From an optimization exercise on the open Yosys and OpenROAD flow, aimed at small area, a short achievable clock period and few clock cycles; shortcuts taken in it are not production practice. In this exercise RTL edits were held to simulation tests only and were not proved equivalent to the original.

==> module real48_divsqrt, before the edit <==
module real48_divsqrt (
    input  wire        clk,
    input  wire        rst,
    input  wire        in_valid,
    output wire        in_ready,
    input  wire        in_op,        
    input  wire [47:0] in_a,
    input  wire [47:0] in_b,
    output reg         out_valid,
    output reg  [47:0] out_result,
    output reg         out_ovf,
    output reg         out_finv,
    output reg         out_fdz
);
    localparam integer K  = 2;           
    localparam integer S  = 40;          
    localparam integer NC = S / K;       
    reg          busy;                   
    reg [NC-1:0] ph;                     
    reg [NC-1:0] phs;                    
    wire         last = ph[NC-1];
    assign in_ready = !busy || last;
    wire accept = in_valid && in_ready && !rst;
    wire        sa = in_a[47];
    wire        sb = in_b[47];
    wire [10:0] ea = in_a[46:36];
    wire [10:0] eb = in_b[46:36];
    wire        fa_nz  = (in_a[35:0] != 36'd0);
    wire        fb_nz  = (in_b[35:0] != 36'd0);
    wire        a_max  = (ea == 11'h7FF);
    wire        b_max  = (eb == 11'h7FF);
    wire        a_nan  = a_max && fa_nz;
    wire        b_nan  = b_max && fb_nz;
    wire        a_inf  = a_max && !fa_nz;
    wire        b_inf  = b_max && !fb_nz;
    wire        a_zero = (ea == 11'd0);
    wire        b_zero = (eb == 11'd0);
    wire        sq     = sa ^ sb;
    reg       spec;
    reg [1:0] spec_kind;
    reg       spec_sign, spec_fdz;
    always @* begin
        spec      = 1'b1;
        spec_kind = 2'd0;
        spec_sign = sq;
        spec_fdz  = 1'b0;
        if (!in_op) begin
            if (a_nan || b_nan || (a_zero && b_zero) || (a_inf && b_inf))
                spec_kind = 2'd2;
            else if (a_inf)  spec_kind = 2'd1;
            else if (b_inf)  spec_kind = 2'd0;
            else if (b_zero) begin spec_kind = 2'd1; spec_fdz = 1'b1; end
            else if (a_zero) spec_kind = 2'd0;
            else             spec = 1'b0;
        end else begin
            spec_sign = sa;
            if (a_nan || (sa && !a_zero)) spec_kind = 2'd2;
            else if (a_zero)              spec_kind = 2'd0;
            else if (a_inf)               spec_kind = 2'd1;
            else                          spec = 1'b0;
        end
    end
    reg       spec_q;
    reg [1:0] kind_q;
    reg       fdz_q;
    reg               sign_q;
    reg signed [13:0] exp_q;
    reg        [S:0]  rem_q;
    reg      [S-1:0]  quo_q;
    reg        [S:0]  div_q;             
    wire signed [13:0] p    = $signed({3'b000, ea}) - 14'sd1059;
    wire signed [13:0] p_ev = p - {13'd0, p[0]};
    wire        [36:0] m_a  = {1'b1, in_a[35:0]};
    wire [S:0] rem_init = (in_op && p[0]) ? ({{(S-37){1'b0}}, m_a} << (S-37))
                                          : ({{(S-37){1'b0}}, m_a} << (S-38));
    wire [S:0]   rem_nx;
    wire [S-1:0] quo_nx;
    wire [3:0]   rem_z;
    wire [S:0]   dvs_nx;
    r48_divsqrt_core #(.K(K), .S(S)) u_core (
        .ph(ph), .phs(phs), .rem(rem_q), .quo(quo_q), .dvs(div_q),
        .rem_nx(rem_nx), .quo_nx(quo_nx), .rem_z(rem_z), .dvs_nx(dvs_nx)
    );
    reg               o_spec;
    reg [1:0]         o_kind;
    reg               o_fdz;
    reg               o_sign;
    reg signed [13:0] o_exp;             
    reg        [36:0] o_mant;            
    reg               o_guard;
    reg               o_sel;             
    reg     [S-39:0]  o_low;             
    reg        [3:0]  o_rem_z;
    wire sel_c = quo_q[S-1];
    wire        rem_nz   = !o_rem_z[o_low[1:0]];
    wire        r_sticky = rem_nz | (o_sel ? |o_low : |o_low[S-40:0]);
    wire [36:0] r_mant   = o_mant;
    wire        r_guard  = o_guard;
    wire signed [13:0] r_exp = o_exp;
    wire [47:0] rnd_res;
    wire        rnd_ovf;
    r48_round u_round (
        .sign(o_sign), .exp(r_exp), .mant(r_mant),
        .guard(r_guard), .sticky(r_sticky),
        .result(rnd_res), .ovf(rnd_ovf)
    );
    wire [47:0] res_c = !o_spec ? rnd_res :
                        (o_kind == 2'd2) ? 48'h7FF8_0000_0000 :
                        {o_sign, {11{o_kind[0]}}, 36'd0};
    wire        ovf_c  = !o_spec && rnd_ovf;
    wire        finv_c = o_spec && o_kind[1];
    wire        fdz_c  = o_spec && o_fdz;
    reg         o_valid;
    wire done = busy && last;
    always @(posedge clk) begin
        if (rst) begin
            busy      <= 1'b0;
            spec_q    <= 1'b0;
            o_valid   <= 1'b0;
            out_valid <= 1'b0;
        end else begin
            o_valid   <= done | spec_q;
            out_valid <= o_valid;
            spec_q    <= accept && spec;
            if (accept && !spec) busy <= 1'b1;
            else if (last)       busy <= 1'b0;
        end
        out_result <= res_c;
        out_ovf    <= ovf_c;
        out_finv   <= finv_c;
        out_fdz    <= fdz_c;
        o_spec   <= !done;
        o_sign   <= sign_q;
        o_kind   <= kind_q;
        o_fdz    <= fdz_q;
        o_exp    <= sel_c ? exp_q : exp_q - 14'sd1;
        o_mant   <= sel_c ? quo_nx[S-1:S-37] : quo_nx[S-2:S-38];
        o_guard  <= sel_c ? quo_nx[S-38] : quo_nx[S-39];
        o_sel    <= sel_c;
        o_low    <= quo_nx[S-39:0];
        o_rem_z  <= rem_z;
        if (accept) begin
            kind_q  <= spec_kind;
            fdz_q   <= spec_fdz;
            sign_q  <= in_op && !spec ? 1'b0 : spec_sign;
            exp_q   <= in_op ? 14'sd18 + (p_ev >>> 1)
                             : $signed({3'b000, ea}) - $signed({3'b000, eb});
        end
        if (accept) begin
            rem_q   <= rem_init;
            quo_q   <= {S{1'b0}};
            div_q   <= in_op ? {(S+1){1'b0}} : {1'b0, 1'b1, in_b[35:0], {(S-37){1'b0}}};
            ph      <= {{(NC-1){1'b0}}, 1'b1};
            phs     <= {{(NC-1){1'b0}}, in_op};
        end else begin
            rem_q   <= rem_nx;
            quo_q   <= quo_nx;
            div_q   <= dvs_nx;
            ph      <= {ph[NC-2:0], 1'b0};
            phs     <= {phs[NC-2:0], 1'b0};
        end
    end
endmodule
clock: 10.0 ns
lec_check: 0
cap_margin: 20
core_margin: 2
core_utilization: 40
setup_slack_margin: 5
slew_margin: 20
run.sh (not shown) runs the stock make flow with config.mk's settings and CLKGATE_MAP_FILE= SYNTH_SCRIPT=/design/flow/synth_recipe.tcl, a recipe that flattens the netlist after the stock synthesis.
Testbench counts at the start, summed over its fixed seeds: cycles 61,231.
Next try:
--- a/flow/design.v
+++ b/flow/design.v
@@ -125,7 +125,7 @@
     output reg         out_fdz
 );
     localparam integer K  = 2;           
-    localparam integer S  = 40;          
+    localparam integer S  = 38;          
     localparam integer NC = S / K;       
     reg          busy;                   
     reg [NC-1:0] ph;                     
@@ -176,6 +176,7 @@
     reg [1:0] kind_q;
     reg       fdz_q;
     reg               sign_q;
+    reg               dbl_q;             
     reg signed [13:0] exp_q;
     reg        [S:0]  rem_q;
     reg      [S-1:0]  quo_q;
@@ -183,8 +184,10 @@
     wire signed [13:0] p    = $signed({3'b000, ea}) - 14'sd1059;
     wire signed [13:0] p_ev = p - {13'd0, p[0]};
     wire        [36:0] m_a  = {1'b1, in_a[35:0]};
-    wire [S:0] rem_init = (in_op && p[0]) ? ({{(S-37){1'b0}}, m_a} << (S-37))
-                                          : ({{(S-37){1'b0}}, m_a} << (S-38));
+    wire       a_lt_b   = (in_a[35:0] < in_b[35:0]);
+    wire       dbl      = in_op ? p[0] : a_lt_b;
+    wire [S:0] rem_init = dbl ? ({{(S+1-37){1'b0}}, m_a} << (S-37))
+                              : ({{(S+1-37){1'b0}}, m_a} << (S-38));
     wire [S:0]   rem_nx;
     wire [S-1:0] quo_nx;
     wire [3:0]   rem_z;
@@ -200,12 +203,9 @@
     reg signed [13:0] o_exp;             
     reg        [36:0] o_mant;            
     reg               o_guard;
-    reg               o_sel;             
-    reg     [S-39:0]  o_low;             
     reg        [3:0]  o_rem_z;
-    wire sel_c = quo_q[S-1];
-    wire        rem_nz   = !o_rem_z[o_low[1:0]];
-    wire        r_sticky = rem_nz | (o_sel ? |o_low : |o_low[S-40:0]);
+    wire        rem_nz   = !o_rem_z[{o_mant[0], o_guard}];
+    wire        r_sticky = rem_nz;
     wire [36:0] r_mant   = o_mant;
     wire        r_guard  = o_guard;
     wire signed [13:0] r_exp = o_exp;
@@ -245,14 +245,13 @@
         o_sign   <= sign_q;
         o_kind   <= kind_q;
         o_fdz    <= fdz_q;
-        o_exp    <= sel_c ? exp_q : exp_q - 14'sd1;
-        o_mant   <= sel_c ? quo_nx[S-1:S-37] : quo_nx[S-2:S-38];
-        o_guard  <= sel_c ? quo_nx[S-38] : quo_nx[S-39];
-        o_sel    <= sel_c;
-        o_low    <= quo_nx[S-39:0];
+        o_exp    <= dbl_q ? exp_q - 14'sd1 : exp_q;
+        o_mant   <= quo_nx[S-1:S-37];
+        o_guard  <= quo_nx[S-38];
         o_rem_z  <= rem_z;
         if (accept) begin
             kind_q  <= spec_kind;
+            dbl_q   <= !in_op && a_lt_b;
             fdz_q   <= spec_fdz;
             sign_q  <= in_op && !spec ? 1'b0 : spec_sign;
             exp_q   <= in_op ? 14'sd18 + (p_ev >>> 1)
Final area decreases by 0.96%.
Maximum frequency decreases by 2.8%.
Cell count decreases by 0.33%.
Utilization decreases by 0.17 points.
Routed wire length increases by 4.9%.
Testbench counts after the change, summed over its fixed seeds: cycles 58,178.

==> static timing again, ports no longer ideal <==
How much do the figures lean on ideal ports? The routed layouts below were timed once more, with nothing changed but the port constraints.
Step 1 (the two cells are an assumption about what drives the block):
set clk [get_ports {clk}]
set_driving_cell -lib_cell sky130_fd_sc_hd__clkbuf_16 $clk
set_driving_cell -lib_cell sky130_fd_sc_hd__buf_2 [delete_from_list [all_inputs] $clk]
Step 2 moves the port delays by t, midway between the first and last clock arrival at a register: inputs arrive t later, outputs are due t later. That takes back most of the time a late clock gives input paths.
Slacks: ideal ports / drivers / drivers and shift; pairs: ideal ports / drivers.
run | shift t [ns] | setup slack, ns | worst setup path after step 2 | worst data-port slew with drivers (ns)
the first run | 0.609 | 5.215 / 5.215 / 4.789 | input to register | 0.10
the second run | 0.610 | 5.078 / 5.108 / 4.498 | input to register | 0.10
After both steps setup and hold are still met in every run listed. For the second run, which loses most, drivers alone change the setup slack by +0.030 ns; drivers and shift together by -0.580 ns.
